This design comes from an exercise in tuning for small area, a short achievable clock period and few clock cycles per item on the open sky130 flow, not from production work. Only simulation tests tie the RTL to the original design; equivalence was not proved.

== job 5636 ==
// ashlar_ctl
module ashlar_ctl (
    input  wire         clk,
    input  wire         rst,
    input  wire         in_valid,
    output wire         in_ready,
    input  wire [1:0]   in_op,         
    input  wire [159:0] in_word,
    input  wire [127:0] in_wdata,
    input  wire [15:0]  in_wmask,
    output wire         out_valid,
    output wire [1:0]   out_outcome,   
    output wire [3:0]   out_column,
    output wire [31:0]  out_synd,
    output wire [127:0] out_data,
    output wire [31:0]  out_check,
    input  wire         erase_en,
    input  wire         clr_counts,
    input  wire         clr_erase,
    output wire         erased,
    output wire [3:0]   erased_col,
    input  wire [3:0]   csr_sel,
    output reg  [31:0]  csr_rdata
);
Size in the first run: ~4000 cells after synthesis, ~650 flip-flops, about 40000 µm² of cells after synthesis.
Settings: LEC_CHECK=0, CAP_MARGIN=20, CORE_MARGIN=2, CORE_UTILIZATION=40, SLEW_MARGIN=20; clock period 14.0 ns.
standard.sh (not shown) runs the stock make flow with config.mk's settings and CLKGATE_MAP_FILE= SYNTH_SCRIPT=/design/flow/synth_recipe.tcl, a recipe that flattens the netlist after the stock synthesis.
==> flow/flow/run.sh <==
#!/bin/bash
set -e
export SETUP_SLACK_MARGIN=6.5
export BUFFER_PORTS_ARGS="-buffer_cell sky130_fd_sc_hd__buf_1"
bash standard.sh > standard.log 2>&1
Testbench counts of job 5636, summed over its fixed seeds: cycles 24,008, items 24,000.
diff inputs: job 5636 => job 7996
- CORE_UTILIZATION: 40 -> 60
- CTS_BUF_LIST: unset -> sky130_fd_sc_hd__clkbuf_16
- CTS_CLUSTER_DIAMETER: unset -> 80
- CTS_CLUSTER_SIZE: unset -> 20
==> flow/flow/run.sh <==
#!/bin/bash
set -e
export SETUP_SLACK_MARGIN=6.75
export BUFFER_PORTS_ARGS="-buffer_cell sky130_fd_sc_hd__buf_1"
bash standard.sh > standard.log 2>&1
--- outcome ---
For the met1 capacity usage during global routing, job 7996 came in 18 points higher than job 5636 did.
Compared with job 5636, job 7996 shows a mean routed wirelength per cell that is 5.1% higher.
csr_rdata[24] as the capture point of the critical path was reported by job 7996, and csr_rdata[0] by job 5636.
Changes observed in job 7996 relative to job 5636: total setup buffers inserted after CTS +8; non-clock buffer count +about 0.45%; hold slack +0.022 ns; area fraction of clock buffers and clock inverters -2.3 points.
Job 5636 → job 7996: final cell utilization of the core +21 points; cell count after placement lost 7.4%; count of clock-buffer cells in the layout -51.
Clock transition at the registers of the reported paths | job 7996 above job 5636
For job 7552, these inputs were changed with respect to job 7996:
- a change of CORE_UTILIZATION from 60 to 55
- a change of CTS_CLUSTER_SIZE from 20 to 30
- a change of CTS_CLUSTER_DIAMETER from 80 to 100
==> flow/flow/run.sh <==
#!/bin/bash
set -e
export SETUP_SLACK_MARGIN=6.5
export BUFFER_PORTS_ARGS="-buffer_cell sky130_fd_sc_hd__buf_1"
bash standard.sh > standard.log 2>&1
--- outcome ---
Beginning of the critical path = csr_sel[3]: job 7552; beginning of the critical path = csr_sel[1]: job 7996
In the flow results for job 7552 and job 7996, the DRC violation total after the first TritonRoute iteration is larger on job 7996.
Slowest stage cell on the critical path = sky130_fd_sc_hd__buf_4: job 7552; slowest stage cell on the critical path = sky130_fd_sc_hd__a22o_1: job 7996
Via count ended up 1.8% lower on job 7552 than on job 7996.
Job 7996 → job 7552: netlist area before placement shows no meaningful change; length of routed met2 wiring saw an increase.

========
Setup of v5:
Starting RTL as in the previous note.
export LEC_CHECK = 0
export CAP_MARGIN = 20
export CORE_MARGIN = 2
export CORE_UTILIZATION = 55
export CTS_BUF_LIST = sky130_fd_sc_hd__clkbuf_16
export CTS_CLUSTER_DIAMETER = 80
export CTS_CLUSTER_SIZE = 20
export SLEW_MARGIN = 20
create_clock -name core_clock -period 14.0 [get_ports {clk}]
==> flow/flow/run.sh <==
#!/bin/bash
set -e
export SETUP_SLACK_MARGIN=6.5
export BUFFER_PORTS_ARGS="-buffer_cell sky130_fd_sc_hd__buf_1"
bash standard.sh > standard.log 2>&1
v5: done, clean on timing, DRC and antenna
Testbench counts of v5, summed over its fixed seeds: cycles 24,008, items 24,000.
The following lists how v31 was set up differently from v5:
-- flow/flow/run.sh --
<<< v5, line 3
export SETUP_SLACK_MARGIN=6.5
>>> v31, line 3
export SETUP_SLACK_MARGIN=7
Results
- Status | v5 and v31 | clean
- When v31 is set beside v5, its multi-input logic area turns out to be 4.1% larger.
- Per the comparison of v31 with v5, area taken by flip-flops and latches has remained practically unchanged, number of synthesized register bits has remained practically unchanged, global routing usage on met3 has increased, global-route track usage on met2 has decreased.
- Relative to v5, delay contributed by the slowest stage of the critical path decreased by 110 ps in v31.
- v5 was smaller in final cell area than v31.
- v31 vs v5: non-clock buffer contribution to total cell area up in v31
- Clock period minus final worst setup slack ends up lower on v31.
- Comparing number of antenna cells inserted for v5 and v31, the smaller number came from v5.
What v21 does differently from v31 at the input level:
# v31
export LEC_CHECK = 0
export CAP_MARGIN = 20
export CORE_MARGIN = 2
export CORE_UTILIZATION = 55
export CTS_BUF_LIST = sky130_fd_sc_hd__clkbuf_16
export CTS_CLUSTER_DIAMETER = 80
export CTS_CLUSTER_SIZE = 20
export SLEW_MARGIN = 20
create_clock -name core_clock -period 14.0 [get_ports {clk}]
# v21
export LEC_CHECK = 0
export CAP_MARGIN = 20
export CORE_MARGIN = 2
export CORE_UTILIZATION = 40
export SLEW_MARGIN = 20
create_clock -name core_clock -period 14.0 [get_ports {clk}]
-- flow/flow/run.sh --
<<< v31, line 4
export BUFFER_PORTS_ARGS="-buffer_cell sky130_fd_sc_hd__buf_1"
>>> v21, line 4
Findings:
- Summary: with v31 as the reference, initial detailed-routing violation count in v21 moved down by more than 10%.
- Going from v31 to v21, the sequential share of layout area was found to have gone down by 4.1 points.
- In v21, the total placed instance area came out about 9% above the value in v31.
- Changes observed in v21 relative to v31: half-perimeter wire length after placement climbed 4.6%; count of distinct cell types in the synthesized netlist barely changed; shortest period the worst path allows climbed 80 ps.
## Diff of input files: v2 against v21
# v21
export LEC_CHECK = 0
export CAP_MARGIN = 20
export CORE_MARGIN = 2
export CORE_UTILIZATION = 40
export SLEW_MARGIN = 20
create_clock -name core_clock -period 14.0 [get_ports {clk}]
# v2
export LEC_CHECK = 0
export CAP_MARGIN = 20
export CORE_MARGIN = 2
export CORE_UTILIZATION = 55
export CTS_BUF_LIST = sky130_fd_sc_hd__clkbuf_16
export CTS_CLUSTER_DIAMETER = 80
export CTS_CLUSTER_SIZE = 20
export GPL_TIMING_DRIVEN = 0
export SLEW_MARGIN = 20
create_clock -name core_clock -period 14.0 [get_ports {clk}]
-- flow/flow/run.sh --
<<< v21, line 3
export SETUP_SLACK_MARGIN=7
>>> v2, line 3
export SETUP_SLACK_MARGIN=6.5
export BUFFER_PORTS_ARGS="-buffer_cell sky130_fd_sc_hd__buf_1"
## What came out
Re flip-flop and latch share of the layout cell area: v2 is 5.2 points up on v21. Sequential cell area down 0.33% in v2 wrt v21. The setup slack of v2 is smaller than that of v21. What v2 reported for standard cell core area has to be multiplied by 1.4 to get the figure for v21. Comparing the two runs side by side, v2 comes out ahead of v21 on final area.
## Diff of input files: v15 against v2
# v2
export LEC_CHECK = 0
export CAP_MARGIN = 20
export CORE_MARGIN = 2
export CORE_UTILIZATION = 55
export CTS_BUF_LIST = sky130_fd_sc_hd__clkbuf_16
export CTS_CLUSTER_DIAMETER = 80
export CTS_CLUSTER_SIZE = 20
export GPL_TIMING_DRIVEN = 0
export SLEW_MARGIN = 20
create_clock -name core_clock -period 14.0 [get_ports {clk}]
# v15
export LEC_CHECK = 0
export CAP_MARGIN = 20
export CORE_MARGIN = 2
export CORE_UTILIZATION = 80
export CTS_BUF_LIST = sky130_fd_sc_hd__clkbuf_8
export SLEW_MARGIN = 20
create_clock -name core_clock -period 14.0 [get_ports {clk}]
--- outcome ---
Diff v2 -> v15 | instance area after placement | down slightly. In the reports for v2 and v15, the larger number of rows in the core area belongs to v2. Between v2 and v15, the flow reports clock buffer count from CTS increasing by more than 100%. v15: width of the die is about 17% lower than what v2 reported. v2 finished end to end and its layout was clean on timing, DRC and antenna. v15 did not run to completion, as it errored out during 5_1_grt. Row worst slack at placement: v15 higher / v2 lower. Delta (v15 minus v2): synthesized flop and latch total closely matched the old numbers, number of synthesized flops with an enable pin closely matched the old numbers, fraction of synthesized cell area in xor and xnor cells closely matched the old numbers, die span in y decreased by about 17% relative to the old numbers, count of port buffers added during placement increased by 4 relative to the old numbers. Post-placement cell count in v15 vs v2: down 7.1%.

-- re-timing with driven ports --
How much do the figures lean on ideal ports? The routed layouts below were timed once more, with nothing changed but the port constraints.
Step 1: set_driving_cell puts a clkbuf_16 on clk and a buf_2 on each other input, an assumption about the parent block.
Step 2 adds t to the input delays and takes it off the output delays; t is the mean of the earliest and latest rising clock arrival at the registers after step 1. Input paths then give back, and output paths get back, about the clock's delay inside the block.
Slacks: ideal ports / drivers / drivers and shift; pairs: ideal ports / drivers.
| run | t (ns) | slack for setup (ns) | hold WS [ns] | worst register clock-pin slew, ns | cell pins on the clock port's net |
|---|---|---|---|---|---|
| job 5636 | 0.697 | 6.489 / 6.355 / 6.355 | 0.517 / 0.517 / 0.517 | 0.07 / 0.07 | 1 |
| job 7996 | 0.679 | 6.732 / 6.701 / 6.701 | 0.539 / 0.539 / 0.539 | 0.09 / 0.09 | 1 |
| job 7552 | 0.726 | 6.485 / 6.460 / 6.460 | 0.542 / 0.542 / 0.542 | 0.12 / 0.12 | 1 |
| v5 | 0.673 | 6.488 / 6.454 / 6.454 | 0.536 / 0.536 / 0.536 | 0.09 / 0.09 | 1 |
| v31 | 0.663 | 6.823 / 6.717 / 6.717 | 0.528 / 0.528 / 0.528 | 0.09 / 0.09 | 1 |
| v21 | 0.709 | 6.743 / 6.561 / 6.561 | 0.537 / 0.537 / 0.537 | 0.07 / 0.07 | 1 |
| v2 | 0.684 | 6.455 / 6.423 / 6.195 | 0.538 / 0.538 / 0.538 | 0.10 / 0.10 | 1 |
After both steps every run listed still meets setup and hold. The setup slack of v2, which loses most, moves by -0.032 ns with the drivers and by -0.260 ns with both steps.
